This is an optimization exercise on Yosys and OpenROAD, whose aim is small area and a short achievable clock period, not a production implementation.
In this exercise RTL edits were held to simulation tests only and were not proved equivalent to the original.

==> flow/design.v <==
function automatic [7:0] gf_mul(input [7:0] a, input [7:0] b);
  reg [7:0] acc;
  reg [7:0] sh;
  integer k;
  begin
    acc = 8'h00;
    sh  = a;
    for (k = 0; k < 8; k = k + 1) begin
      if (b[k]) acc = acc ^ sh;
      sh = {sh[6:0], 1'b0} ^ (sh[7] ? 8'h1D : 8'h00);
    end
    gf_mul = acc;
  end
endfunction
function automatic [7:0] gf_inv(input [7:0] a);
  begin
    case (a)
      8'h00: gf_inv = 8'h00;
      8'h01: gf_inv = 8'h01;
      8'h02: gf_inv = 8'h8E;
      8'h03: gf_inv = 8'hF4;
      8'h04: gf_inv = 8'h47;
      8'h05: gf_inv = 8'hA7;
      8'h06: gf_inv = 8'h7A;
      8'h07: gf_inv = 8'hBA;
      8'h08: gf_inv = 8'hAD;
      8'h09: gf_inv = 8'h9D;
      8'h0A: gf_inv = 8'hDD;
      8'h0B: gf_inv = 8'h98;
      8'h0C: gf_inv = 8'h3D;
      8'h0D: gf_inv = 8'hAA;
      8'h0E: gf_inv = 8'h5D;
      8'h0F: gf_inv = 8'h96;
      8'h10: gf_inv = 8'hD8;
      8'h11: gf_inv = 8'h72;
      8'h12: gf_inv = 8'hC0;
      8'h13: gf_inv = 8'h58;
      8'h14: gf_inv = 8'hE0;
      8'h15: gf_inv = 8'h3E;
      8'h16: gf_inv = 8'h4C;
      8'h17: gf_inv = 8'h66;
      8'h18: gf_inv = 8'h90;
      8'h19: gf_inv = 8'hDE;
      8'h1A: gf_inv = 8'h55;
      8'h1B: gf_inv = 8'h80;
      8'h1C: gf_inv = 8'hA0;
      8'h1D: gf_inv = 8'h83;
      8'h1E: gf_inv = 8'h4B;
      8'h1F: gf_inv = 8'h2A;
      8'h20: gf_inv = 8'h6C;
      8'h21: gf_inv = 8'hED;
      8'h22: gf_inv = 8'h39;
      8'h23: gf_inv = 8'h51;
      8'h24: gf_inv = 8'h60;
      8'h25: gf_inv = 8'h56;
      8'h26: gf_inv = 8'h2C;
      8'h27: gf_inv = 8'h8A;
      8'h28: gf_inv = 8'h70;
      8'h29: gf_inv = 8'hD0;
      8'h2A: gf_inv = 8'h1F;
      8'h2B: gf_inv = 8'h4A;
      8'h2C: gf_inv = 8'h26;
      8'h2D: gf_inv = 8'h8B;
      8'h2E: gf_inv = 8'h33;
      8'h2F: gf_inv = 8'h6E;
      8'h30: gf_inv = 8'h48;
      8'h31: gf_inv = 8'h89;
      8'h32: gf_inv = 8'h6F;
      8'h33: gf_inv = 8'h2E;
      8'h34: gf_inv = 8'hA4;
      8'h35: gf_inv = 8'hC3;
      8'h36: gf_inv = 8'h40;
      8'h37: gf_inv = 8'h5E;
      8'h38: gf_inv = 8'h50;
      8'h39: gf_inv = 8'h22;
      8'h3A: gf_inv = 8'hCF;
      8'h3B: gf_inv = 8'hA9;
      8'h3C: gf_inv = 8'hAB;
      8'h3D: gf_inv = 8'h0C;
      8'h3E: gf_inv = 8'h15;
      8'h3F: gf_inv = 8'hE1;
      8'h40: gf_inv = 8'h36;
      8'h41: gf_inv = 8'h5F;
      8'h42: gf_inv = 8'hF8;
      8'h43: gf_inv = 8'hD5;
      8'h44: gf_inv = 8'h92;
      8'h45: gf_inv = 8'h4E;
      8'h46: gf_inv = 8'hA6;
      8'h47: gf_inv = 8'h04;
      8'h48: gf_inv = 8'h30;
      8'h49: gf_inv = 8'h88;
      8'h4A: gf_inv = 8'h2B;
      8'h4B: gf_inv = 8'h1E;
      8'h4C: gf_inv = 8'h16;
      8'h4D: gf_inv = 8'h67;
      8'h4E: gf_inv = 8'h45;
      8'h4F: gf_inv = 8'h93;
      8'h50: gf_inv = 8'h38;
      8'h51: gf_inv = 8'h23;
      8'h52: gf_inv = 8'h68;
      8'h53: gf_inv = 8'h8C;
      8'h54: gf_inv = 8'h81;
      8'h55: gf_inv = 8'h1A;
      8'h56: gf_inv = 8'h25;
      8'h57: gf_inv = 8'h61;
      8'h58: gf_inv = 8'h13;
      8'h59: gf_inv = 8'hC1;
      8'h5A: gf_inv = 8'hCB;
      8'h5B: gf_inv = 8'h63;
      8'h5C: gf_inv = 8'h97;
      8'h5D: gf_inv = 8'h0E;
      8'h5E: gf_inv = 8'h37;
      8'h5F: gf_inv = 8'h41;
      8'h60: gf_inv = 8'h24;
      8'h61: gf_inv = 8'h57;
      8'h62: gf_inv = 8'hCA;
      8'h63: gf_inv = 8'h5B;
      8'h64: gf_inv = 8'hB9;
      8'h65: gf_inv = 8'hC4;
      8'h66: gf_inv = 8'h17;
      8'h67: gf_inv = 8'h4D;
      8'h68: gf_inv = 8'h52;
      8'h69: gf_inv = 8'h8D;
      8'h6A: gf_inv = 8'hEF;
      8'h6B: gf_inv = 8'hB3;
      8'h6C: gf_inv = 8'h20;
      8'h6D: gf_inv = 8'hEC;
      8'h6E: gf_inv = 8'h2F;
      8'h6F: gf_inv = 8'h32;
      8'h70: gf_inv = 8'h28;
      8'h71: gf_inv = 8'hD1;
      8'h72: gf_inv = 8'h11;
      8'h73: gf_inv = 8'hD9;
      8'h74: gf_inv = 8'hE9;
      8'h75: gf_inv = 8'hFB;
      8'h76: gf_inv = 8'hDA;
      8'h77: gf_inv = 8'h79;
      8'h78: gf_inv = 8'hDB;
      8'h79: gf_inv = 8'h77;
      8'h7A: gf_inv = 8'h06;
      8'h7B: gf_inv = 8'hBB;
      8'h7C: gf_inv = 8'h84;
      8'h7D: gf_inv = 8'hCD;
      8'h7E: gf_inv = 8'hFE;
      8'h7F: gf_inv = 8'hFC;
      8'h80: gf_inv = 8'h1B;
      8'h81: gf_inv = 8'h54;
      8'h82: gf_inv = 8'hA1;
      8'h83: gf_inv = 8'h1D;
      8'h84: gf_inv = 8'h7C;
      8'h85: gf_inv = 8'hCC;
      8'h86: gf_inv = 8'hE4;
      8'h87: gf_inv = 8'hB0;
      8'h88: gf_inv = 8'h49;
      8'h89: gf_inv = 8'h31;
      8'h8A: gf_inv = 8'h27;
      8'h8B: gf_inv = 8'h2D;
      8'h8C: gf_inv = 8'h53;
      8'h8D: gf_inv = 8'h69;
      8'h8E: gf_inv = 8'h02;
      8'h8F: gf_inv = 8'hF5;
      8'h90: gf_inv = 8'h18;
      8'h91: gf_inv = 8'hDF;
      8'h92: gf_inv = 8'h44;
      8'h93: gf_inv = 8'h4F;
      8'h94: gf_inv = 8'h9B;
      8'h95: gf_inv = 8'hBC;
      8'h96: gf_inv = 8'h0F;
      8'h97: gf_inv = 8'h5C;
      8'h98: gf_inv = 8'h0B;
      8'h99: gf_inv = 8'hDC;
      8'h9A: gf_inv = 8'hBD;
      8'h9B: gf_inv = 8'h94;
      8'h9C: gf_inv = 8'hAC;
      8'h9D: gf_inv = 8'h09;
      8'h9E: gf_inv = 8'hC7;
      8'h9F: gf_inv = 8'hA2;
      8'hA0: gf_inv = 8'h1C;
      8'hA1: gf_inv = 8'h82;
      8'hA2: gf_inv = 8'h9F;
      8'hA3: gf_inv = 8'hC6;
      8'hA4: gf_inv = 8'h34;
      8'hA5: gf_inv = 8'hC2;
      8'hA6: gf_inv = 8'h46;
      8'hA7: gf_inv = 8'h05;
      8'hA8: gf_inv = 8'hCE;
      8'hA9: gf_inv = 8'h3B;
      8'hAA: gf_inv = 8'h0D;
      8'hAB: gf_inv = 8'h3C;
      8'hAC: gf_inv = 8'h9C;
      8'hAD: gf_inv = 8'h08;
      8'hAE: gf_inv = 8'hBE;
      8'hAF: gf_inv = 8'hB7;
      8'hB0: gf_inv = 8'h87;
      8'hB1: gf_inv = 8'hE5;
      8'hB2: gf_inv = 8'hEE;
      8'hB3: gf_inv = 8'h6B;
      8'hB4: gf_inv = 8'hEB;
      8'hB5: gf_inv = 8'hF2;
      8'hB6: gf_inv = 8'hBF;
      8'hB7: gf_inv = 8'hAF;
      8'hB8: gf_inv = 8'hC5;
      8'hB9: gf_inv = 8'h64;
      8'hBA: gf_inv = 8'h07;
      8'hBB: gf_inv = 8'h7B;
      8'hBC: gf_inv = 8'h95;
      8'hBD: gf_inv = 8'h9A;
      8'hBE: gf_inv = 8'hAE;
      8'hBF: gf_inv = 8'hB6;
      8'hC0: gf_inv = 8'h12;
      8'hC1: gf_inv = 8'h59;
      8'hC2: gf_inv = 8'hA5;
      8'hC3: gf_inv = 8'h35;
      8'hC4: gf_inv = 8'h65;
      8'hC5: gf_inv = 8'hB8;
      8'hC6: gf_inv = 8'hA3;
      8'hC7: gf_inv = 8'h9E;
      8'hC8: gf_inv = 8'hD2;
      8'hC9: gf_inv = 8'hF7;
      8'hCA: gf_inv = 8'h62;
      8'hCB: gf_inv = 8'h5A;
      8'hCC: gf_inv = 8'h85;
      8'hCD: gf_inv = 8'h7D;
      8'hCE: gf_inv = 8'hA8;
      8'hCF: gf_inv = 8'h3A;
      8'hD0: gf_inv = 8'h29;
      8'hD1: gf_inv = 8'h71;
      8'hD2: gf_inv = 8'hC8;
      8'hD3: gf_inv = 8'hF6;
      8'hD4: gf_inv = 8'hF9;
      8'hD5: gf_inv = 8'h43;
      8'hD6: gf_inv = 8'hD7;
      8'hD7: gf_inv = 8'hD6;
      8'hD8: gf_inv = 8'h10;
      8'hD9: gf_inv = 8'h73;
      8'hDA: gf_inv = 8'h76;
      8'hDB: gf_inv = 8'h78;
      8'hDC: gf_inv = 8'h99;
      8'hDD: gf_inv = 8'h0A;
      8'hDE: gf_inv = 8'h19;
      8'hDF: gf_inv = 8'h91;
      8'hE0: gf_inv = 8'h14;
      8'hE1: gf_inv = 8'h3F;
      8'hE2: gf_inv = 8'hE6;
      8'hE3: gf_inv = 8'hF0;
      8'hE4: gf_inv = 8'h86;
      8'hE5: gf_inv = 8'hB1;
      8'hE6: gf_inv = 8'hE2;
      8'hE7: gf_inv = 8'hF1;
      8'hE8: gf_inv = 8'hFA;
      8'hE9: gf_inv = 8'h74;
      8'hEA: gf_inv = 8'hF3;
      8'hEB: gf_inv = 8'hB4;
      8'hEC: gf_inv = 8'h6D;
      8'hED: gf_inv = 8'h21;
      8'hEE: gf_inv = 8'hB2;
      8'hEF: gf_inv = 8'h6A;
      8'hF0: gf_inv = 8'hE3;
      8'hF1: gf_inv = 8'hE7;
      8'hF2: gf_inv = 8'hB5;
      8'hF3: gf_inv = 8'hEA;
      8'hF4: gf_inv = 8'h03;
      8'hF5: gf_inv = 8'h8F;
      8'hF6: gf_inv = 8'hD3;
      8'hF7: gf_inv = 8'hC9;
      8'hF8: gf_inv = 8'h42;
      8'hF9: gf_inv = 8'hD4;
      8'hFA: gf_inv = 8'hE8;
      8'hFB: gf_inv = 8'h75;
      8'hFC: gf_inv = 8'h7F;
      8'hFD: gf_inv = 8'hFF;
      8'hFE: gf_inv = 8'h7E;
      8'hFF: gf_inv = 8'hFD;
      default: gf_inv = 8'h00;
    endcase
  end
endfunction
function automatic [7:0] dev_x(input integer d);
  begin
    case (d)
      0: dev_x = 8'h10;
      1: dev_x = 8'h20;
      2: dev_x = 8'h40;
      3: dev_x = 8'h80;
      4: dev_x = 8'h1D;
      5: dev_x = 8'h3A;
      6: dev_x = 8'h74;
      7: dev_x = 8'hE8;
      8: dev_x = 8'hCD;
      9: dev_x = 8'h87;
      10: dev_x = 8'h13;
      11: dev_x = 8'h26;
      12: dev_x = 8'h4C;
      13: dev_x = 8'h98;
      14: dev_x = 8'h2D;
      15: dev_x = 8'h5A;
      16: dev_x = 8'h01;
      17: dev_x = 8'h02;
      18: dev_x = 8'h04;
      19: dev_x = 8'h08;
      default: dev_x = 8'h00;
    endcase
  end
endfunction
function automatic [7:0] enc_k(input integer m, input integer j);
  begin
    case (m*16+j)
      0: enc_k = 8'h40;
      1: enc_k = 8'hE7;
      2: enc_k = 8'hE5;
      3: enc_k = 8'h9E;
      4: enc_k = 8'hA4;
      5: enc_k = 8'hB2;
      6: enc_k = 8'h84;
      7: enc_k = 8'h8C;
      8: enc_k = 8'h71;
      9: enc_k = 8'h22;
      10: enc_k = 8'h4B;
      11: enc_k = 8'hB7;
      12: enc_k = 8'h5F;
      13: enc_k = 8'h67;
      14: enc_k = 8'hA2;
      15: enc_k = 8'hD1;
      16: enc_k = 8'h78;
      17: enc_k = 8'hD2;
      18: enc_k = 8'hBF;
      19: enc_k = 8'h47;
      20: enc_k = 8'hDB;
      21: enc_k = 8'hBC;
      22: enc_k = 8'hCB;
      23: enc_k = 8'hF2;
      24: enc_k = 8'hB3;
      25: enc_k = 8'h87;
      26: enc_k = 8'hFA;
      27: enc_k = 8'hBF;
      28: enc_k = 8'hF8;
      29: enc_k = 8'h3D;
      30: enc_k = 8'h61;
      31: enc_k = 8'h51;
      32: enc_k = 8'h36;
      33: enc_k = 8'h57;
      34: enc_k = 8'h07;
      35: enc_k = 8'h8C;
      36: enc_k = 8'hD9;
      37: enc_k = 8'hD5;
      38: enc_k = 8'h39;
      39: enc_k = 8'h81;
      40: enc_k = 8'h21;
      41: enc_k = 8'h52;
      42: enc_k = 8'hF9;
      43: enc_k = 8'h60;
      44: enc_k = 8'hAB;
      45: enc_k = 8'hBB;
      46: enc_k = 8'hB0;
      47: enc_k = 8'hC5;
      48: enc_k = 8'h0F;
      49: enc_k = 8'h63;
      50: enc_k = 8'h5C;
      51: enc_k = 8'h54;
      52: enc_k = 8'hA7;
      53: enc_k = 8'hDA;
      54: enc_k = 8'h77;
      55: enc_k = 8'hFE;
      56: enc_k = 8'hE2;
      57: enc_k = 8'hF6;
      58: enc_k = 8'h49;
      59: enc_k = 8'h69;
      60: enc_k = 8'h0D;
      61: enc_k = 8'hE0;
      62: enc_k = 8'h72;
      63: enc_k = 8'h44;
      default: enc_k = 8'h00;
    endcase
  end
endfunction
module rs_enc (
    input  wire         clk,
    input  wire         rst,
    input  wire         in_valid,
    input  wire [127:0] in_data,
    output reg          out_valid,
    output reg  [31:0]  out_check
);
function automatic [7:0] gf_mul(input [7:0] a, input [7:0] b);
  reg [7:0] acc;
  reg [7:0] sh;
  integer k;
  begin
    acc = 8'h00;
    sh  = a;
    for (k = 0; k < 8; k = k + 1) begin
      if (b[k]) acc = acc ^ sh;
      sh = {sh[6:0], 1'b0} ^ (sh[7] ? 8'h1D : 8'h00);
    end
    gf_mul = acc;
  end
endfunction
function automatic [7:0] gf_inv(input [7:0] a);
  begin
    case (a)
      8'h00: gf_inv = 8'h00;
      8'h01: gf_inv = 8'h01;
      8'h02: gf_inv = 8'h8E;
      8'h03: gf_inv = 8'hF4;
      8'h04: gf_inv = 8'h47;
      8'h05: gf_inv = 8'hA7;
      8'h06: gf_inv = 8'h7A;
      8'h07: gf_inv = 8'hBA;
      8'h08: gf_inv = 8'hAD;
      8'h09: gf_inv = 8'h9D;
      8'h0A: gf_inv = 8'hDD;
      8'h0B: gf_inv = 8'h98;
      8'h0C: gf_inv = 8'h3D;
      8'h0D: gf_inv = 8'hAA;
      8'h0E: gf_inv = 8'h5D;
      8'h0F: gf_inv = 8'h96;
      8'h10: gf_inv = 8'hD8;
      8'h11: gf_inv = 8'h72;
      8'h12: gf_inv = 8'hC0;
      8'h13: gf_inv = 8'h58;
      8'h14: gf_inv = 8'hE0;
      8'h15: gf_inv = 8'h3E;
      8'h16: gf_inv = 8'h4C;
      8'h17: gf_inv = 8'h66;
      8'h18: gf_inv = 8'h90;
      8'h19: gf_inv = 8'hDE;
      8'h1A: gf_inv = 8'h55;
      8'h1B: gf_inv = 8'h80;
      8'h1C: gf_inv = 8'hA0;
      8'h1D: gf_inv = 8'h83;
      8'h1E: gf_inv = 8'h4B;
      8'h1F: gf_inv = 8'h2A;
      8'h20: gf_inv = 8'h6C;
      8'h21: gf_inv = 8'hED;
      8'h22: gf_inv = 8'h39;
      8'h23: gf_inv = 8'h51;
      8'h24: gf_inv = 8'h60;
      8'h25: gf_inv = 8'h56;
      8'h26: gf_inv = 8'h2C;
      8'h27: gf_inv = 8'h8A;
      8'h28: gf_inv = 8'h70;
      8'h29: gf_inv = 8'hD0;
      8'h2A: gf_inv = 8'h1F;
      8'h2B: gf_inv = 8'h4A;
      8'h2C: gf_inv = 8'h26;
      8'h2D: gf_inv = 8'h8B;
      8'h2E: gf_inv = 8'h33;
      8'h2F: gf_inv = 8'h6E;
      8'h30: gf_inv = 8'h48;
      8'h31: gf_inv = 8'h89;
      8'h32: gf_inv = 8'h6F;
      8'h33: gf_inv = 8'h2E;
      8'h34: gf_inv = 8'hA4;
      8'h35: gf_inv = 8'hC3;
      8'h36: gf_inv = 8'h40;
      8'h37: gf_inv = 8'h5E;
      8'h38: gf_inv = 8'h50;
      8'h39: gf_inv = 8'h22;
      8'h3A: gf_inv = 8'hCF;
      8'h3B: gf_inv = 8'hA9;
      8'h3C: gf_inv = 8'hAB;
      8'h3D: gf_inv = 8'h0C;
      8'h3E: gf_inv = 8'h15;
      8'h3F: gf_inv = 8'hE1;
      8'h40: gf_inv = 8'h36;
      8'h41: gf_inv = 8'h5F;
      8'h42: gf_inv = 8'hF8;
      8'h43: gf_inv = 8'hD5;
      8'h44: gf_inv = 8'h92;
      8'h45: gf_inv = 8'h4E;
      8'h46: gf_inv = 8'hA6;
      8'h47: gf_inv = 8'h04;
      8'h48: gf_inv = 8'h30;
      8'h49: gf_inv = 8'h88;
      8'h4A: gf_inv = 8'h2B;
      8'h4B: gf_inv = 8'h1E;
      8'h4C: gf_inv = 8'h16;
      8'h4D: gf_inv = 8'h67;
      8'h4E: gf_inv = 8'h45;
      8'h4F: gf_inv = 8'h93;
      8'h50: gf_inv = 8'h38;
      8'h51: gf_inv = 8'h23;
      8'h52: gf_inv = 8'h68;
      8'h53: gf_inv = 8'h8C;
      8'h54: gf_inv = 8'h81;
      8'h55: gf_inv = 8'h1A;
      8'h56: gf_inv = 8'h25;
      8'h57: gf_inv = 8'h61;
      8'h58: gf_inv = 8'h13;
      8'h59: gf_inv = 8'hC1;
      8'h5A: gf_inv = 8'hCB;
      8'h5B: gf_inv = 8'h63;
      8'h5C: gf_inv = 8'h97;
      8'h5D: gf_inv = 8'h0E;
      8'h5E: gf_inv = 8'h37;
      8'h5F: gf_inv = 8'h41;
      8'h60: gf_inv = 8'h24;
      8'h61: gf_inv = 8'h57;
      8'h62: gf_inv = 8'hCA;
      8'h63: gf_inv = 8'h5B;
      8'h64: gf_inv = 8'hB9;
      8'h65: gf_inv = 8'hC4;
      8'h66: gf_inv = 8'h17;
      8'h67: gf_inv = 8'h4D;
      8'h68: gf_inv = 8'h52;
      8'h69: gf_inv = 8'h8D;
      8'h6A: gf_inv = 8'hEF;
      8'h6B: gf_inv = 8'hB3;
      8'h6C: gf_inv = 8'h20;
      8'h6D: gf_inv = 8'hEC;
      8'h6E: gf_inv = 8'h2F;
      8'h6F: gf_inv = 8'h32;
      8'h70: gf_inv = 8'h28;
      8'h71: gf_inv = 8'hD1;
      8'h72: gf_inv = 8'h11;
      8'h73: gf_inv = 8'hD9;
      8'h74: gf_inv = 8'hE9;
      8'h75: gf_inv = 8'hFB;
      8'h76: gf_inv = 8'hDA;
      8'h77: gf_inv = 8'h79;
      8'h78: gf_inv = 8'hDB;
      8'h79: gf_inv = 8'h77;
      8'h7A: gf_inv = 8'h06;
      8'h7B: gf_inv = 8'hBB;
      8'h7C: gf_inv = 8'h84;
      8'h7D: gf_inv = 8'hCD;
      8'h7E: gf_inv = 8'hFE;
      8'h7F: gf_inv = 8'hFC;
      8'h80: gf_inv = 8'h1B;
      8'h81: gf_inv = 8'h54;
      8'h82: gf_inv = 8'hA1;
      8'h83: gf_inv = 8'h1D;
      8'h84: gf_inv = 8'h7C;
      8'h85: gf_inv = 8'hCC;
      8'h86: gf_inv = 8'hE4;
      8'h87: gf_inv = 8'hB0;
      8'h88: gf_inv = 8'h49;
      8'h89: gf_inv = 8'h31;
      8'h8A: gf_inv = 8'h27;
      8'h8B: gf_inv = 8'h2D;
      8'h8C: gf_inv = 8'h53;
      8'h8D: gf_inv = 8'h69;
      8'h8E: gf_inv = 8'h02;
      8'h8F: gf_inv = 8'hF5;
      8'h90: gf_inv = 8'h18;
      8'h91: gf_inv = 8'hDF;
      8'h92: gf_inv = 8'h44;
      8'h93: gf_inv = 8'h4F;
      8'h94: gf_inv = 8'h9B;
      8'h95: gf_inv = 8'hBC;
      8'h96: gf_inv = 8'h0F;
      8'h97: gf_inv = 8'h5C;
      8'h98: gf_inv = 8'h0B;
      8'h99: gf_inv = 8'hDC;
      8'h9A: gf_inv = 8'hBD;
      8'h9B: gf_inv = 8'h94;
      8'h9C: gf_inv = 8'hAC;
      8'h9D: gf_inv = 8'h09;
      8'h9E: gf_inv = 8'hC7;
      8'h9F: gf_inv = 8'hA2;
      8'hA0: gf_inv = 8'h1C;
      8'hA1: gf_inv = 8'h82;
      8'hA2: gf_inv = 8'h9F;
      8'hA3: gf_inv = 8'hC6;
      8'hA4: gf_inv = 8'h34;
      8'hA5: gf_inv = 8'hC2;
      8'hA6: gf_inv = 8'h46;
      8'hA7: gf_inv = 8'h05;
      8'hA8: gf_inv = 8'hCE;
      8'hA9: gf_inv = 8'h3B;
      8'hAA: gf_inv = 8'h0D;
      8'hAB: gf_inv = 8'h3C;
      8'hAC: gf_inv = 8'h9C;
      8'hAD: gf_inv = 8'h08;
      8'hAE: gf_inv = 8'hBE;
      8'hAF: gf_inv = 8'hB7;
      8'hB0: gf_inv = 8'h87;
      8'hB1: gf_inv = 8'hE5;
      8'hB2: gf_inv = 8'hEE;
      8'hB3: gf_inv = 8'h6B;
      8'hB4: gf_inv = 8'hEB;
      8'hB5: gf_inv = 8'hF2;
      8'hB6: gf_inv = 8'hBF;
      8'hB7: gf_inv = 8'hAF;
      8'hB8: gf_inv = 8'hC5;
      8'hB9: gf_inv = 8'h64;
      8'hBA: gf_inv = 8'h07;
      8'hBB: gf_inv = 8'h7B;
      8'hBC: gf_inv = 8'h95;
      8'hBD: gf_inv = 8'h9A;
      8'hBE: gf_inv = 8'hAE;
      8'hBF: gf_inv = 8'hB6;
      8'hC0: gf_inv = 8'h12;
      8'hC1: gf_inv = 8'h59;
      8'hC2: gf_inv = 8'hA5;
      8'hC3: gf_inv = 8'h35;
      8'hC4: gf_inv = 8'h65;
      8'hC5: gf_inv = 8'hB8;
      8'hC6: gf_inv = 8'hA3;
      8'hC7: gf_inv = 8'h9E;
      8'hC8: gf_inv = 8'hD2;
      8'hC9: gf_inv = 8'hF7;
      8'hCA: gf_inv = 8'h62;
      8'hCB: gf_inv = 8'h5A;
      8'hCC: gf_inv = 8'h85;
      8'hCD: gf_inv = 8'h7D;
      8'hCE: gf_inv = 8'hA8;
      8'hCF: gf_inv = 8'h3A;
      8'hD0: gf_inv = 8'h29;
      8'hD1: gf_inv = 8'h71;
      8'hD2: gf_inv = 8'hC8;
      8'hD3: gf_inv = 8'hF6;
      8'hD4: gf_inv = 8'hF9;
      8'hD5: gf_inv = 8'h43;
      8'hD6: gf_inv = 8'hD7;
      8'hD7: gf_inv = 8'hD6;
      8'hD8: gf_inv = 8'h10;
      8'hD9: gf_inv = 8'h73;
      8'hDA: gf_inv = 8'h76;
      8'hDB: gf_inv = 8'h78;
      8'hDC: gf_inv = 8'h99;
      8'hDD: gf_inv = 8'h0A;
      8'hDE: gf_inv = 8'h19;
      8'hDF: gf_inv = 8'h91;
      8'hE0: gf_inv = 8'h14;
      8'hE1: gf_inv = 8'h3F;
      8'hE2: gf_inv = 8'hE6;
      8'hE3: gf_inv = 8'hF0;
      8'hE4: gf_inv = 8'h86;
      8'hE5: gf_inv = 8'hB1;
      8'hE6: gf_inv = 8'hE2;
      8'hE7: gf_inv = 8'hF1;
      8'hE8: gf_inv = 8'hFA;
      8'hE9: gf_inv = 8'h74;
      8'hEA: gf_inv = 8'hF3;
      8'hEB: gf_inv = 8'hB4;
      8'hEC: gf_inv = 8'h6D;
      8'hED: gf_inv = 8'h21;
      8'hEE: gf_inv = 8'hB2;
      8'hEF: gf_inv = 8'h6A;
      8'hF0: gf_inv = 8'hE3;
      8'hF1: gf_inv = 8'hE7;
      8'hF2: gf_inv = 8'hB5;
      8'hF3: gf_inv = 8'hEA;
      8'hF4: gf_inv = 8'h03;
      8'hF5: gf_inv = 8'h8F;
      8'hF6: gf_inv = 8'hD3;
      8'hF7: gf_inv = 8'hC9;
      8'hF8: gf_inv = 8'h42;
      8'hF9: gf_inv = 8'hD4;
      8'hFA: gf_inv = 8'hE8;
      8'hFB: gf_inv = 8'h75;
      8'hFC: gf_inv = 8'h7F;
      8'hFD: gf_inv = 8'hFF;
      8'hFE: gf_inv = 8'h7E;
      8'hFF: gf_inv = 8'hFD;
      default: gf_inv = 8'h00;
    endcase
  end
endfunction
function automatic [7:0] dev_x(input integer d);
  begin
    case (d)
      0: dev_x = 8'h10;
      1: dev_x = 8'h20;
      2: dev_x = 8'h40;
      3: dev_x = 8'h80;
      4: dev_x = 8'h1D;
      5: dev_x = 8'h3A;
      6: dev_x = 8'h74;
      7: dev_x = 8'hE8;
      8: dev_x = 8'hCD;
      9: dev_x = 8'h87;
      10: dev_x = 8'h13;
      11: dev_x = 8'h26;
      12: dev_x = 8'h4C;
      13: dev_x = 8'h98;
      14: dev_x = 8'h2D;
      15: dev_x = 8'h5A;
      16: dev_x = 8'h01;
      17: dev_x = 8'h02;
      18: dev_x = 8'h04;
      19: dev_x = 8'h08;
      default: dev_x = 8'h00;
    endcase
  end
endfunction
function automatic [7:0] enc_k(input integer m, input integer j);
  begin
    case (m*16+j)
      0: enc_k = 8'h40;
      1: enc_k = 8'hE7;
      2: enc_k = 8'hE5;
      3: enc_k = 8'h9E;
      4: enc_k = 8'hA4;
      5: enc_k = 8'hB2;
      6: enc_k = 8'h84;
      7: enc_k = 8'h8C;
      8: enc_k = 8'h71;
      9: enc_k = 8'h22;
      10: enc_k = 8'h4B;
      11: enc_k = 8'hB7;
      12: enc_k = 8'h5F;
      13: enc_k = 8'h67;
      14: enc_k = 8'hA2;
      15: enc_k = 8'hD1;
      16: enc_k = 8'h78;
      17: enc_k = 8'hD2;
      18: enc_k = 8'hBF;
      19: enc_k = 8'h47;
      20: enc_k = 8'hDB;
      21: enc_k = 8'hBC;
      22: enc_k = 8'hCB;
      23: enc_k = 8'hF2;
      24: enc_k = 8'hB3;
      25: enc_k = 8'h87;
      26: enc_k = 8'hFA;
      27: enc_k = 8'hBF;
      28: enc_k = 8'hF8;
      29: enc_k = 8'h3D;
      30: enc_k = 8'h61;
      31: enc_k = 8'h51;
      32: enc_k = 8'h36;
      33: enc_k = 8'h57;
      34: enc_k = 8'h07;
      35: enc_k = 8'h8C;
      36: enc_k = 8'hD9;
      37: enc_k = 8'hD5;
      38: enc_k = 8'h39;
      39: enc_k = 8'h81;
      40: enc_k = 8'h21;
      41: enc_k = 8'h52;
      42: enc_k = 8'hF9;
      43: enc_k = 8'h60;
      44: enc_k = 8'hAB;
      45: enc_k = 8'hBB;
      46: enc_k = 8'hB0;
      47: enc_k = 8'hC5;
      48: enc_k = 8'h0F;
      49: enc_k = 8'h63;
      50: enc_k = 8'h5C;
      51: enc_k = 8'h54;
      52: enc_k = 8'hA7;
      53: enc_k = 8'hDA;
      54: enc_k = 8'h77;
      55: enc_k = 8'hFE;
      56: enc_k = 8'hE2;
      57: enc_k = 8'hF6;
      58: enc_k = 8'h49;
      59: enc_k = 8'h69;
      60: enc_k = 8'h0D;
      61: enc_k = 8'hE0;
      62: enc_k = 8'h72;
      63: enc_k = 8'h44;
      default: enc_k = 8'h00;
    endcase
  end
endfunction
    reg [31:0] chk;
    integer m, j;
    always @(*) begin
        chk = 32'd0;
        for (m = 0; m < 4; m = m + 1)
            for (j = 0; j < 16; j = j + 1)
                chk[8*m +: 8] = chk[8*m +: 8] ^ gf_mul(in_data[8*j +: 8], enc_k(m, j));
    end
    always @(posedge clk) begin
        if (rst) out_valid <= 1'b0;
        else     out_valid <= in_valid;
        out_check <= chk;
    end
endmodule
module rs_dec (
    input  wire         clk,
    input  wire         rst,
    input  wire         in_valid,
    input  wire [159:0] in_word,
    input  wire [19:0]  in_erase,
    output reg          out_valid,
    output reg  [127:0] out_data,
    output reg          out_corrected,
    output reg          out_uncorrectable,
    output reg  [4:0]   out_last_dev
);
function automatic [7:0] gf_mul(input [7:0] a, input [7:0] b);
  reg [7:0] acc;
  reg [7:0] sh;
  integer k;
  begin
    acc = 8'h00;
    sh  = a;
    for (k = 0; k < 8; k = k + 1) begin
      if (b[k]) acc = acc ^ sh;
      sh = {sh[6:0], 1'b0} ^ (sh[7] ? 8'h1D : 8'h00);
    end
    gf_mul = acc;
  end
endfunction
function automatic [7:0] gf_inv(input [7:0] a);
  begin
    case (a)
      8'h00: gf_inv = 8'h00;
      8'h01: gf_inv = 8'h01;
      8'h02: gf_inv = 8'h8E;
      8'h03: gf_inv = 8'hF4;
      8'h04: gf_inv = 8'h47;
      8'h05: gf_inv = 8'hA7;
      8'h06: gf_inv = 8'h7A;
      8'h07: gf_inv = 8'hBA;
      8'h08: gf_inv = 8'hAD;
      8'h09: gf_inv = 8'h9D;
      8'h0A: gf_inv = 8'hDD;
      8'h0B: gf_inv = 8'h98;
      8'h0C: gf_inv = 8'h3D;
      8'h0D: gf_inv = 8'hAA;
      8'h0E: gf_inv = 8'h5D;
      8'h0F: gf_inv = 8'h96;
      8'h10: gf_inv = 8'hD8;
      8'h11: gf_inv = 8'h72;
      8'h12: gf_inv = 8'hC0;
      8'h13: gf_inv = 8'h58;
      8'h14: gf_inv = 8'hE0;
      8'h15: gf_inv = 8'h3E;
      8'h16: gf_inv = 8'h4C;
      8'h17: gf_inv = 8'h66;
      8'h18: gf_inv = 8'h90;
      8'h19: gf_inv = 8'hDE;
      8'h1A: gf_inv = 8'h55;
      8'h1B: gf_inv = 8'h80;
      8'h1C: gf_inv = 8'hA0;
      8'h1D: gf_inv = 8'h83;
      8'h1E: gf_inv = 8'h4B;
      8'h1F: gf_inv = 8'h2A;
      8'h20: gf_inv = 8'h6C;
      8'h21: gf_inv = 8'hED;
      8'h22: gf_inv = 8'h39;
      8'h23: gf_inv = 8'h51;
      8'h24: gf_inv = 8'h60;
      8'h25: gf_inv = 8'h56;
      8'h26: gf_inv = 8'h2C;
      8'h27: gf_inv = 8'h8A;
      8'h28: gf_inv = 8'h70;
      8'h29: gf_inv = 8'hD0;
      8'h2A: gf_inv = 8'h1F;
      8'h2B: gf_inv = 8'h4A;
      8'h2C: gf_inv = 8'h26;
      8'h2D: gf_inv = 8'h8B;
      8'h2E: gf_inv = 8'h33;
      8'h2F: gf_inv = 8'h6E;
      8'h30: gf_inv = 8'h48;
      8'h31: gf_inv = 8'h89;
      8'h32: gf_inv = 8'h6F;
      8'h33: gf_inv = 8'h2E;
      8'h34: gf_inv = 8'hA4;
      8'h35: gf_inv = 8'hC3;
      8'h36: gf_inv = 8'h40;
      8'h37: gf_inv = 8'h5E;
      8'h38: gf_inv = 8'h50;
      8'h39: gf_inv = 8'h22;
      8'h3A: gf_inv = 8'hCF;
      8'h3B: gf_inv = 8'hA9;
      8'h3C: gf_inv = 8'hAB;
      8'h3D: gf_inv = 8'h0C;
      8'h3E: gf_inv = 8'h15;
      8'h3F: gf_inv = 8'hE1;
      8'h40: gf_inv = 8'h36;
      8'h41: gf_inv = 8'h5F;
      8'h42: gf_inv = 8'hF8;
      8'h43: gf_inv = 8'hD5;
      8'h44: gf_inv = 8'h92;
      8'h45: gf_inv = 8'h4E;
      8'h46: gf_inv = 8'hA6;
      8'h47: gf_inv = 8'h04;
      8'h48: gf_inv = 8'h30;
      8'h49: gf_inv = 8'h88;
      8'h4A: gf_inv = 8'h2B;
      8'h4B: gf_inv = 8'h1E;
      8'h4C: gf_inv = 8'h16;
      8'h4D: gf_inv = 8'h67;
      8'h4E: gf_inv = 8'h45;
      8'h4F: gf_inv = 8'h93;
      8'h50: gf_inv = 8'h38;
      8'h51: gf_inv = 8'h23;
      8'h52: gf_inv = 8'h68;
      8'h53: gf_inv = 8'h8C;
      8'h54: gf_inv = 8'h81;
      8'h55: gf_inv = 8'h1A;
      8'h56: gf_inv = 8'h25;
      8'h57: gf_inv = 8'h61;
      8'h58: gf_inv = 8'h13;
      8'h59: gf_inv = 8'hC1;
      8'h5A: gf_inv = 8'hCB;
      8'h5B: gf_inv = 8'h63;
      8'h5C: gf_inv = 8'h97;
      8'h5D: gf_inv = 8'h0E;
      8'h5E: gf_inv = 8'h37;
      8'h5F: gf_inv = 8'h41;
      8'h60: gf_inv = 8'h24;
      8'h61: gf_inv = 8'h57;
      8'h62: gf_inv = 8'hCA;
      8'h63: gf_inv = 8'h5B;
      8'h64: gf_inv = 8'hB9;
      8'h65: gf_inv = 8'hC4;
      8'h66: gf_inv = 8'h17;
      8'h67: gf_inv = 8'h4D;
      8'h68: gf_inv = 8'h52;
      8'h69: gf_inv = 8'h8D;
      8'h6A: gf_inv = 8'hEF;
      8'h6B: gf_inv = 8'hB3;
      8'h6C: gf_inv = 8'h20;
      8'h6D: gf_inv = 8'hEC;
      8'h6E: gf_inv = 8'h2F;
      8'h6F: gf_inv = 8'h32;
      8'h70: gf_inv = 8'h28;
      8'h71: gf_inv = 8'hD1;
      8'h72: gf_inv = 8'h11;
      8'h73: gf_inv = 8'hD9;
      8'h74: gf_inv = 8'hE9;
      8'h75: gf_inv = 8'hFB;
      8'h76: gf_inv = 8'hDA;
      8'h77: gf_inv = 8'h79;
      8'h78: gf_inv = 8'hDB;
      8'h79: gf_inv = 8'h77;
      8'h7A: gf_inv = 8'h06;
      8'h7B: gf_inv = 8'hBB;
      8'h7C: gf_inv = 8'h84;
      8'h7D: gf_inv = 8'hCD;
      8'h7E: gf_inv = 8'hFE;
      8'h7F: gf_inv = 8'hFC;
      8'h80: gf_inv = 8'h1B;
      8'h81: gf_inv = 8'h54;
      8'h82: gf_inv = 8'hA1;
      8'h83: gf_inv = 8'h1D;
      8'h84: gf_inv = 8'h7C;
      8'h85: gf_inv = 8'hCC;
      8'h86: gf_inv = 8'hE4;
      8'h87: gf_inv = 8'hB0;
      8'h88: gf_inv = 8'h49;
      8'h89: gf_inv = 8'h31;
      8'h8A: gf_inv = 8'h27;
      8'h8B: gf_inv = 8'h2D;
      8'h8C: gf_inv = 8'h53;
      8'h8D: gf_inv = 8'h69;
      8'h8E: gf_inv = 8'h02;
      8'h8F: gf_inv = 8'hF5;
      8'h90: gf_inv = 8'h18;
      8'h91: gf_inv = 8'hDF;
      8'h92: gf_inv = 8'h44;
      8'h93: gf_inv = 8'h4F;
      8'h94: gf_inv = 8'h9B;
      8'h95: gf_inv = 8'hBC;
      8'h96: gf_inv = 8'h0F;
      8'h97: gf_inv = 8'h5C;
      8'h98: gf_inv = 8'h0B;
      8'h99: gf_inv = 8'hDC;
      8'h9A: gf_inv = 8'hBD;
      8'h9B: gf_inv = 8'h94;
      8'h9C: gf_inv = 8'hAC;
      8'h9D: gf_inv = 8'h09;
      8'h9E: gf_inv = 8'hC7;
      8'h9F: gf_inv = 8'hA2;
      8'hA0: gf_inv = 8'h1C;
      8'hA1: gf_inv = 8'h82;
      8'hA2: gf_inv = 8'h9F;
      8'hA3: gf_inv = 8'hC6;
      8'hA4: gf_inv = 8'h34;
      8'hA5: gf_inv = 8'hC2;
      8'hA6: gf_inv = 8'h46;
      8'hA7: gf_inv = 8'h05;
      8'hA8: gf_inv = 8'hCE;
      8'hA9: gf_inv = 8'h3B;
      8'hAA: gf_inv = 8'h0D;
      8'hAB: gf_inv = 8'h3C;
      8'hAC: gf_inv = 8'h9C;
      8'hAD: gf_inv = 8'h08;
      8'hAE: gf_inv = 8'hBE;
      8'hAF: gf_inv = 8'hB7;
      8'hB0: gf_inv = 8'h87;
      8'hB1: gf_inv = 8'hE5;
      8'hB2: gf_inv = 8'hEE;
      8'hB3: gf_inv = 8'h6B;
      8'hB4: gf_inv = 8'hEB;
      8'hB5: gf_inv = 8'hF2;
      8'hB6: gf_inv = 8'hBF;
      8'hB7: gf_inv = 8'hAF;
      8'hB8: gf_inv = 8'hC5;
      8'hB9: gf_inv = 8'h64;
      8'hBA: gf_inv = 8'h07;
      8'hBB: gf_inv = 8'h7B;
      8'hBC: gf_inv = 8'h95;
      8'hBD: gf_inv = 8'h9A;
      8'hBE: gf_inv = 8'hAE;
      8'hBF: gf_inv = 8'hB6;
      8'hC0: gf_inv = 8'h12;
      8'hC1: gf_inv = 8'h59;
      8'hC2: gf_inv = 8'hA5;
      8'hC3: gf_inv = 8'h35;
      8'hC4: gf_inv = 8'h65;
      8'hC5: gf_inv = 8'hB8;
      8'hC6: gf_inv = 8'hA3;
      8'hC7: gf_inv = 8'h9E;
      8'hC8: gf_inv = 8'hD2;
      8'hC9: gf_inv = 8'hF7;
      8'hCA: gf_inv = 8'h62;
      8'hCB: gf_inv = 8'h5A;
      8'hCC: gf_inv = 8'h85;
      8'hCD: gf_inv = 8'h7D;
      8'hCE: gf_inv = 8'hA8;
      8'hCF: gf_inv = 8'h3A;
      8'hD0: gf_inv = 8'h29;
      8'hD1: gf_inv = 8'h71;
      8'hD2: gf_inv = 8'hC8;
      8'hD3: gf_inv = 8'hF6;
      8'hD4: gf_inv = 8'hF9;
      8'hD5: gf_inv = 8'h43;
      8'hD6: gf_inv = 8'hD7;
      8'hD7: gf_inv = 8'hD6;
      8'hD8: gf_inv = 8'h10;
      8'hD9: gf_inv = 8'h73;
      8'hDA: gf_inv = 8'h76;
      8'hDB: gf_inv = 8'h78;
      8'hDC: gf_inv = 8'h99;
      8'hDD: gf_inv = 8'h0A;
      8'hDE: gf_inv = 8'h19;
      8'hDF: gf_inv = 8'h91;
      8'hE0: gf_inv = 8'h14;
      8'hE1: gf_inv = 8'h3F;
      8'hE2: gf_inv = 8'hE6;
      8'hE3: gf_inv = 8'hF0;
      8'hE4: gf_inv = 8'h86;
      8'hE5: gf_inv = 8'hB1;
      8'hE6: gf_inv = 8'hE2;
      8'hE7: gf_inv = 8'hF1;
      8'hE8: gf_inv = 8'hFA;
      8'hE9: gf_inv = 8'h74;
      8'hEA: gf_inv = 8'hF3;
      8'hEB: gf_inv = 8'hB4;
      8'hEC: gf_inv = 8'h6D;
      8'hED: gf_inv = 8'h21;
      8'hEE: gf_inv = 8'hB2;
      8'hEF: gf_inv = 8'h6A;
      8'hF0: gf_inv = 8'hE3;
      8'hF1: gf_inv = 8'hE7;
      8'hF2: gf_inv = 8'hB5;
      8'hF3: gf_inv = 8'hEA;
      8'hF4: gf_inv = 8'h03;
      8'hF5: gf_inv = 8'h8F;
      8'hF6: gf_inv = 8'hD3;
      8'hF7: gf_inv = 8'hC9;
      8'hF8: gf_inv = 8'h42;
      8'hF9: gf_inv = 8'hD4;
      8'hFA: gf_inv = 8'hE8;
      8'hFB: gf_inv = 8'h75;
      8'hFC: gf_inv = 8'h7F;
      8'hFD: gf_inv = 8'hFF;
      8'hFE: gf_inv = 8'h7E;
      8'hFF: gf_inv = 8'hFD;
      default: gf_inv = 8'h00;
    endcase
  end
endfunction
function automatic [7:0] dev_x(input integer d);
  begin
    case (d)
      0: dev_x = 8'h10;
      1: dev_x = 8'h20;
      2: dev_x = 8'h40;
      3: dev_x = 8'h80;
      4: dev_x = 8'h1D;
      5: dev_x = 8'h3A;
      6: dev_x = 8'h74;
      7: dev_x = 8'hE8;
      8: dev_x = 8'hCD;
      9: dev_x = 8'h87;
      10: dev_x = 8'h13;
      11: dev_x = 8'h26;
      12: dev_x = 8'h4C;
      13: dev_x = 8'h98;
      14: dev_x = 8'h2D;
      15: dev_x = 8'h5A;
      16: dev_x = 8'h01;
      17: dev_x = 8'h02;
      18: dev_x = 8'h04;
      19: dev_x = 8'h08;
      default: dev_x = 8'h00;
    endcase
  end
endfunction
function automatic [7:0] enc_k(input integer m, input integer j);
  begin
    case (m*16+j)
      0: enc_k = 8'h40;
      1: enc_k = 8'hE7;
      2: enc_k = 8'hE5;
      3: enc_k = 8'h9E;
      4: enc_k = 8'hA4;
      5: enc_k = 8'hB2;
      6: enc_k = 8'h84;
      7: enc_k = 8'h8C;
      8: enc_k = 8'h71;
      9: enc_k = 8'h22;
      10: enc_k = 8'h4B;
      11: enc_k = 8'hB7;
      12: enc_k = 8'h5F;
      13: enc_k = 8'h67;
      14: enc_k = 8'hA2;
      15: enc_k = 8'hD1;
      16: enc_k = 8'h78;
      17: enc_k = 8'hD2;
      18: enc_k = 8'hBF;
      19: enc_k = 8'h47;
      20: enc_k = 8'hDB;
      21: enc_k = 8'hBC;
      22: enc_k = 8'hCB;
      23: enc_k = 8'hF2;
      24: enc_k = 8'hB3;
      25: enc_k = 8'h87;
      26: enc_k = 8'hFA;
      27: enc_k = 8'hBF;
      28: enc_k = 8'hF8;
      29: enc_k = 8'h3D;
      30: enc_k = 8'h61;
      31: enc_k = 8'h51;
      32: enc_k = 8'h36;
      33: enc_k = 8'h57;
      34: enc_k = 8'h07;
      35: enc_k = 8'h8C;
      36: enc_k = 8'hD9;
      37: enc_k = 8'hD5;
      38: enc_k = 8'h39;
      39: enc_k = 8'h81;
      40: enc_k = 8'h21;
      41: enc_k = 8'h52;
      42: enc_k = 8'hF9;
      43: enc_k = 8'h60;
      44: enc_k = 8'hAB;
      45: enc_k = 8'hBB;
      46: enc_k = 8'hB0;
      47: enc_k = 8'hC5;
      48: enc_k = 8'h0F;
      49: enc_k = 8'h63;
      50: enc_k = 8'h5C;
      51: enc_k = 8'h54;
      52: enc_k = 8'hA7;
      53: enc_k = 8'hDA;
      54: enc_k = 8'h77;
      55: enc_k = 8'hFE;
      56: enc_k = 8'hE2;
      57: enc_k = 8'hF6;
      58: enc_k = 8'h49;
      59: enc_k = 8'h69;
      60: enc_k = 8'h0D;
      61: enc_k = 8'hE0;
      62: enc_k = 8'h72;
      63: enc_k = 8'h44;
      default: enc_k = 8'h00;
    endcase
  end
endfunction
    integer j;
    reg [7:0] s0_c, s1_c, s2_c, s3_c, x;
    reg [1:0] ecnt_c;       
    reg [7:0] xa_c;         
    always @(*) begin
        s0_c = 8'h00; s1_c = 8'h00; s2_c = 8'h00; s3_c = 8'h00;
        for (j = 0; j < 20; j = j + 1) begin
            x    = dev_x(j);
            s0_c = s0_c ^ in_word[8*j +: 8];
            s1_c = s1_c ^ gf_mul(in_word[8*j +: 8], x);
            s2_c = s2_c ^ gf_mul(in_word[8*j +: 8], gf_mul(x, x));
            s3_c = s3_c ^ gf_mul(in_word[8*j +: 8], gf_mul(gf_mul(x, x), x));
        end
        ecnt_c = 2'd0;
        xa_c   = 8'h00;
        for (j = 19; j >= 0; j = j - 1)
            if (in_erase[j]) xa_c = dev_x(j);
        for (j = 0; j < 20; j = j + 1)
            if (in_erase[j] && ecnt_c != 2'd3) ecnt_c = ecnt_c + 2'd1;
    end
    reg         v1;
    reg [127:0] data1;
    reg [19:0]  e1;
    reg [7:0]   s0_1, s1_1, s2_1, s3_1, xa1;
    reg [1:0]   ecnt1;
    always @(posedge clk) begin
        if (rst) v1 <= 1'b0;
        else     v1 <= in_valid;
        data1 <= in_word[127:0];
        e1    <= in_erase;
        s0_1  <= s0_c;
        s1_1  <= s1_c;
        s2_1  <= s2_c;
        s3_1  <= s3_c;
        xa1   <= xa_c;
        ecnt1 <= ecnt_c;
    end
    reg [7:0]  t0, t1, t2, vv, xa_sq, dd, pp, qq;
    reg [19:0] hita_c, hitb_c;
    reg        tzero_c, t0nz_c, chka_c, dnz_c;
    always @(*) begin
        xa_sq = gf_mul(xa1, xa1);
        t0 = s1_1 ^ gf_mul(xa1, s0_1);
        t1 = s2_1 ^ gf_mul(xa1, s1_1);
        t2 = s3_1 ^ gf_mul(xa1, s2_1);
        vv = s2_1 ^ gf_mul(xa_sq, s0_1);
        tzero_c = (t0 == 8'h00) && (t1 == 8'h00) && (t2 == 8'h00);
        t0nz_c  = (t0 != 8'h00);
        chka_c  = (gf_mul(t0, t2) == gf_mul(t1, t1));
        dd = gf_mul(s1_1, s1_1) ^ gf_mul(s0_1, s2_1);
        pp = gf_mul(s0_1 ^ s1_1, s2_1 ^ s3_1) ^ gf_mul(s0_1, s2_1) ^ gf_mul(s1_1, s3_1);
        qq = gf_mul(s1_1, s3_1) ^ gf_mul(s2_1, s2_1);
        dnz_c = (dd != 8'h00);
        for (j = 0; j < 20; j = j + 1) begin
            x = dev_x(j);
            hita_c[j] = ((t1 ^ gf_mul(t0, x)) == 8'h00);
            hitb_c[j] = ((gf_mul(dd, gf_mul(x, x)) ^ gf_mul(pp, x) ^ qq) == 8'h00);
        end
    end
    reg         v2;
    reg [127:0] data2;
    reg [19:0]  e2, hita2, hitb2;
    reg [1:0]   ecnt2;
    reg [7:0]   s0_2, t0_2, iv2, s0d2, s1d2, ip2;
    reg         tzero2, t0nz2, chka2, dnz2;
    always @(posedge clk) begin
        if (rst) v2 <= 1'b0;
        else     v2 <= v1;
        data2  <= data1;
        e2     <= e1;
        ecnt2  <= ecnt1;
        hita2  <= hita_c;
        hitb2  <= hitb_c;
        s0_2   <= s0_1;
        t0_2   <= t0;
        iv2    <= gf_inv(vv);
        s0d2   <= gf_mul(s0_1, dd);
        s1d2   <= gf_mul(s1_1, dd);
        ip2    <= gf_inv(pp);
        tzero2 <= tzero_c;
        t0nz2  <= t0nz_c;
        chka2  <= chka_c;
        dnz2   <= dnz_c;
    end
    reg [7:0]  ye, ya, y1, y2, x2;
    reg [19:0] lowb, m1, m2, fixed, below;
    reg [1:0]  nb;
    reg        two_ok, e0, ok, corr, useb, szero;
    reg [4:0]  last;
    reg [127:0] data_c;
    always @(*) begin
        ye = gf_mul(gf_mul(t0_2, t0_2), iv2);
        ya = s0_2 ^ ye;
        below = 20'd0;
        for (j = 1; j < 20; j = j + 1)
            below[j] = below[j-1] | hitb2[j-1];
        nb = 2'd0;
        for (j = 0; j < 20; j = j + 1)
            if (hitb2[j] && nb != 2'd3) nb = nb + 2'd1;
        x2 = 8'h00;
        for (j = 0; j < 20; j = j + 1)
            if (hitb2[j] && below[j]) x2 = x2 | dev_x(j);
        y1 = gf_mul(s1d2 ^ gf_mul(x2, s0d2), ip2);
        y2 = s0_2 ^ y1;
        e0     = (ecnt2 == 2'd0);
        two_ok = (nb == 2'd2);
        useb   = e0 && dnz2;
        szero  = tzero2 && (s0_2 == 8'h00);
        case (ecnt2)
            2'd0: ok = dnz2 ? two_ok
                            : (szero || (t0nz2 && chka2 && (hita2 != 20'd0)));
            2'd1: ok = tzero2 || (t0nz2 && chka2 && ((hita2 & ~e2) != 20'd0));
            2'd2: ok = tzero2 || (t0nz2 && chka2 && ((hita2 & e2 & below_e(e2)) != 20'd0));
            default: ok = 1'b0;
        endcase
        corr = ok && (e0 ? !szero : (ecnt2 == 2'd1) && !tzero2);
        if (useb) begin
            m1 = hitb2 & ~below;
            m2 = hitb2 & below;
            fixed = hitb2;
        end else begin
            m1 = e2 & ~below_e(e2);
            m2 = (ecnt2 == 2'd2) ? (e2 & below_e(e2)) : (hita2 & ~e2);
            fixed = hita2 & ~e2;
        end
        if (!ok) begin
            m1 = 20'd0; m2 = 20'd0;
        end
        if (!corr) fixed = 20'd0;
        last = 5'd0;
        for (j = 0; j < 20; j = j + 1)
            if (fixed[j]) last = j;
        data_c = data2;
        for (j = 0; j < 16; j = j + 1)
            data_c[8*j +: 8] = data2[8*j +: 8] ^ (m1[j] ? (useb ? y1 : ya) : 8'h00)
                                                ^ (m2[j] ? (useb ? y2 : ye) : 8'h00);
    end
    function automatic [19:0] below_e(input [19:0] e);
        integer k;
        begin
            below_e = 20'd0;
            for (k = 1; k < 20; k = k + 1)
                below_e[k] = below_e[k-1] | e[k-1];
        end
    endfunction
    always @(posedge clk) begin
        if (rst) out_valid <= 1'b0;
        else     out_valid <= v2;
        out_data          <= data_c;
        out_corrected     <= corr;
        out_uncorrectable <= !ok;
        out_last_dev      <= last;
    end
endmodule
module case_ecc_codec (
    input  wire         clk,
    input  wire         rst,
    input  wire         enc_valid,
    input  wire [127:0] enc_data,
    output wire         enc_out_valid,
    output wire [31:0]  enc_out_check,
    input  wire         dec_valid,
    input  wire [159:0] dec_word,
    input  wire [19:0]  dec_erase,
    output wire         dec_out_valid,
    output wire [127:0] dec_out_data,
    output wire         dec_out_corrected,
    output wire         dec_out_uncorrectable,
    output wire [4:0]   dec_out_last_dev
);
    rs_enc u_enc (
        .clk       (clk),
        .rst       (rst),
        .in_valid  (enc_valid),
        .in_data   (enc_data),
        .out_valid (enc_out_valid),
        .out_check (enc_out_check)
    );
    rs_dec u_dec (
        .clk               (clk),
        .rst               (rst),
        .in_valid          (dec_valid),
        .in_word           (dec_word),
        .in_erase          (dec_erase),
        .out_valid         (dec_out_valid),
        .out_data          (dec_out_data),
        .out_corrected     (dec_out_corrected),
        .out_uncorrectable (dec_out_uncorrectable),
        .out_last_dev      (dec_out_last_dev)
    );
endmodule
==> flow/run.sh <==
#!/bin/bash
# synth_recipe.tcl (not shown) runs the flow's synth.tcl, then flattens the netlist and writes it again
# the make line also repeats each setting of config.mk as NAME=value (left out here)
make -C /OpenROAD-flow-scripts/flow DESIGN_CONFIG=/design/flow/config.mk WORK_HOME=/design/flow/orfs CLKGATE_MAP_FILE= SYNTH_SCRIPT=/design/flow/synth_recipe.tcl finish
==> flow/config.mk <==
export PLATFORM = sky130hd
export DESIGN_NAME = case_ecc_codec
export DESIGN_NICKNAME = case_ecc_codec
export VERILOG_FILES = /design/flow/design.v
export SDC_FILE = /design/flow/constraint.sdc
export NUM_CORES = 4
export LEC_CHECK = 0
export CAP_MARGIN = 20
export CORE_MARGIN = 2
export CORE_UTILIZATION = 40
export SLEW_MARGIN = 20
==> flow/constraint.sdc <==
create_clock -name core_clock -period 16.0 [get_ports {clk}]
set_input_delay 3.2000 -clock core_clock [delete_from_list [all_inputs] [get_ports {clk}]]
set_output_delay 3.2000 -clock core_clock [all_outputs]
set_load 0.01 [all_outputs]
==> qor.tcl <==
set qor(hp-class) {flop to flop}
set qor(worst_tran_pin_value_ns) 1.285
set qor(min_to) {u_dec.data2[26]}
set qor(drt_first_pass_iters) 7
set qor(number_of_global_route_vias_before_repair) 65530
set qor(timing_worst_setup_path_type) {input port to flop}
set qor(count_of_warnings_emitted_by_yosys) 2
set qor(max_slew_margin_pct) 13.72
set qor(status) {no timing/DRC/antenna violations}
set qor(die_height_um) 428.6
set qor(tritoncts.num_buffers) 74
set qor(critical-path-top-cell-by-count) {sky130_fd_sc_hd__ha_1}
set qor(cpMaxStageDelayCell) {sky130_fd_sc_hd__clkdlybuf4s50_1}
set qor(place.detailed.hpwl_mm) 289.7
set qor(tritoncts) {built}
set qor(grt_antenna_before_repair) 29
set qor(rsz0062_at_grt) {true}
set qor(postLayoutCoreUtil_pct) 46.99
set qor(cts.root.buffer_cell) {sky130_fd_sc_hd__clkbuf_16}
set qor(grt.met2_usage_pct) 60.28
set qor(reg2regPathDepth) 84
set qor(synth_enable_flop_cells) 0
set qor(worstReg2RegStart) {u_dec.hitb2[0]}
set qor(setup.reg_to_reg.worst_slack_ns) 0.93
set qor(avgViaCountPerCell) 5.888
set qor(regToRegEndpoint) {u_dec.out_data[6]}
set qor(routedWlPerCell_um) 31.63
set qor(min_hold_slack_ns) 0.3209
set qor(drc) 0
set qor(cp_max_fo) 3
set qor(cts.hold.buffers_added) 0
set qor(grt_pass1_wl_mm) 515.4
set qor(core_sq_um) 178800
set qor(finalWorstPathRequiredPeriod_ns) 15.27
set qor(timing.hold.worst_path_depth) 0
set qor(finalSetupViolations) 0
set qor(clk_path_buf_depth) 3
set qor(clkTransAtPathRegs_ns) 0.06
set qor(synth-async-reset-ratio_pct) 0
set qor(seq_cells_post_synth) 603
set qor(worst_path_largest_cell_delay_ns) 0.50
set qor(clk_latency_ns) 0.73
set qor(grt.met1_usage_pct) 48.88
set qor(clock_sink_count) 603
set qor(routed_wirelength_mm) 373.6
set qor(grt_util_all_layers_pct) 38.88
set qor(timing.hold.worst.start) {u_dec.data1[26]}
set qor(place_inst) 11660
set qor(h-tree-depth) 3
set qor(busiest_layer) {met2}
set qor(detail_route.iter0.violations) 10090
set qor(syn_area_per_cell_sq_um) 7.965
set qor(core.rowCount) 155
set qor(synth_cell_type_count) 102
set qor(gr-total-overflow) 0
set qor(timing.critical_path.to_type) {flop}
set qor(met3_demand_to_capacity_share_in_global_routing_pct) 6.889
set qor(timing_max_transition_violations_final) 0
set qor(finalHoldViolations) 0
set qor(cp_num_buf_inv) 5
set qor(max_cap_viol_count) 0
set qor(min_period_over_period_pct) 95.47
set qor(fillCellCount) 17630
set qor(cpLargestDelayFamily) {adder cells}
set qor(postSynth.topFlopCell) {sky130_fd_sc_hd__dfxtp_1}
set qor(final.setup_skew_ns) 0.05400
set qor(place.port_buffers) 480
set qor(finalNetCount) 9793
set qor(area.growth.synth_to_final_pct) 16.48
set qor(synth_seq_area_share_pct) 16.74
set qor(grt_start_max_net_pins) 78
set qor(crit_arrival_ns) 15.85
set qor(instances_no_fill) 11810
set qor(worst-endpoint-required_ns) 16.58
set qor(starting_density_of_the_core_pct) 40.34
set qor(setup_tns_ns) 0
set qor(final_antenna_net_count) 0
set qor(net_count_of_the_mapped_netlist) 9462
set qor(kind_of_start_point_of_the_critical_path) {input port}
set qor(route.vias.total) 69550
set qor(die_area_sq_um) 183700
set qor(final_layout_size_suffix_gt1_share_pct) 8.174
set qor(gp_congestion) 1.062
set qor(netlist_instances) 9056
set qor(max_clock_freq_mhz) 65.47
set qor(netlist_area_sq_um) 72130
set qor(number_of_top_level_pins) 481
set qor(die_width_um) 428.6
-- placed cells by master (no fill, tap or decap), types with 24 or more instances in the layout --
cell	netlist	layout
sky130_fd_sc_hd__xnor3_1	50	50
sky130_fd_sc_hd__mux2i_1	51	49
sky130_fd_sc_hd__nand2_1	908	905
sky130_fd_sc_hd__xor2_1	858	841
sky130_fd_sc_hd__or3_1	35	34
sky130_fd_sc_hd__a211oi_1	48	48
sky130_fd_sc_hd__nor2b_1	59	47
sky130_fd_sc_hd__inv_1	96	95
sky130_fd_sc_hd__buf_4	1	423
sky130_fd_sc_hd__a21oi_1	287	284
sky130_fd_sc_hd__xnor2_1	3224	3172
sky130_fd_sc_hd__mux2_2	31	31
sky130_fd_sc_hd__o211ai_1	67	67
sky130_fd_sc_hd__clkbuf_16	0	74
sky130_fd_sc_hd__nand4_1	34	34
sky130_fd_sc_hd__nand2b_1	86	83
sky130_fd_sc_hd__nor2_1	498	494
sky130_fd_sc_hd__dfxtp_1	603	589
sky130_fd_sc_hd__o221ai_1	61	61
sky130_fd_sc_hd__o31ai_1	24	24
sky130_fd_sc_hd__clkdlybuf4s50_1	0	480
sky130_fd_sc_hd__ha_1	94	92
sky130_fd_sc_hd__nor3_1	170	168
sky130_fd_sc_hd__o22ai_1	100	98
sky130_fd_sc_hd__o21ai_0	299	296
sky130_fd_sc_hd__a31oi_1	59	59
sky130_fd_sc_hd__a32oi_1	24	24
sky130_fd_sc_hd__a311oi_1	26	25
sky130_fd_sc_hd__xnor2_2	7	57
sky130_fd_sc_hd__nor4_1	52	52
sky130_fd_sc_hd__nand3_1	129	129
sky130_fd_sc_hd__a22oi_1	33	33
-- through the flow --
stage / setup slack, ns / cell area (sq um)
4_1_cts: 0.0005667 / 83740
2_1_floorplan: 0.005151 / 72130
3_3_place_gp: 0.2450 / 81080
5_1_grt: -0.1156 / 83990
3_5_place_dp: -0.05163 / 81130
6_report: 0.7255 / 84020
-- area by class of cell --
| class | count | area (sq um) | share of cell area, % |
|---|---|---|---|
| Tap cell | 2355 | 2947 | 3.507 |
| Multi-Input combinational cell | 7686 | 57890 | 68.91 |
| Antenna cell | 12 | 30.03 | 0.03574 |
| Inverter | 117 | 440.4 | 0.5242 |
| Clock inverter | 40 | 583.1 | 0.6940 |
| Timing Repair Buffer | 905 | 8015 | 9.540 |
| Clock buffer | 94 | 2017 | 2.401 |
| Sequential cell | 603 | 12090 | 14.39 |
-- cells in the mapped netlist, drive strengths merged (105+ instances only) --
cell,n,area share (%)
dfxtp,603,17
inv,105,0.55
nor3,170,1.2
xor2,861,10
clkbuf,528,2.7
nand2,908,4.7
buf,121,0.72
nand3,129,0.90
o21ai,303,2.1
xnor2,3233,39
nor2,498,2.6
a21oi,289,2.0
-- per-layer routing --
layer	routed length [um]	share of wire [%]	up-vias
li1	-	-	30310
met1	143900	39	33310
met2	162000	43	4801
met3	36600	9.8	1122
met4	31050	8.3	12
met5	78	0.021	-
-- cells by family (layout without fill, tap and decap cells) --
group           Yosys count  after routing  synth area share [%]
compound gates         1267           1267                 11.53
xor+xnor               4157           4157                 51.86
buf+inv                 767           1156                 4.096
flops                   603            603                 16.74
simple gates           2078           2078                 12.77
mux                      87             87                 1.337
other cells               0             12                     0
fa+ha+maj                97             97                 1.672
-- registers in the layout (all words and copies together), names as in the netlist, 20 cells and up --
name / cells
u_enc.out_check: 32
u_dec.hita2: 20
u_dec.out_data: 128
u_dec.data1: 128
u_dec.e1: 20
u_dec.hitb2: 20
u_dec.e2: 20
u_dec.data2: 128
-- repair_timing --
item,CTS,global route
setup buffers,0,3
endpoints found under the setup margin,16,137
gates resized for setup,3,45
endpoints found under the hold margin,0,0
pin swaps,0,9
gates cloned,0,0
-- how the worst max path moves through the flow --
stage | startpoint | to | cells after the start
finish | dec_erase[1] | u_dec.ecnt1[1] | 63
global route | u_dec.hitb2[1] | u_dec.out_data[6] | 87
global placement | u_dec.hitb2[0] | u_dec.out_data[41] | 79
floorplan | u_dec.hitb2[1] | u_dec.out_data[113] | 81
CTS | u_dec.hitb2[0] | u_dec.out_data[0] | 77
detailed placement | u_dec.hitb2[0] | u_dec.out_data[47] | 79

## what the ideal ports hide
How much do the figures lean on ideal ports? The routed layout below was timed once more, with nothing changed but the port constraints.
Step 1, drivers: a clkbuf_16 drives clk and a buf_2 each remaining input, both assumed.
Step 2 times the ports against the registers' clock, not the clock port: input delays grow and output delays shrink by t, the midpoint of the rising clock arrivals with the driver on.
Slacks: no drivers / after step 1 / after step 2; pairs: no drivers / after step 1.
t (ns): 0.811
setup slack, ns: 0.725 / 0.790 / -0.022
worst setup path after step 2: input to register
clock arrival spread, ns: 0.076 / 0.077
worst register clock-pin slew, ns: 0.08 / 0.08
With both steps, setup timing fails in this run, where it was met with ideal ports. For this run, drivers alone change the setup slack by +0.065 ns; drivers and shift together by -0.747 ns.
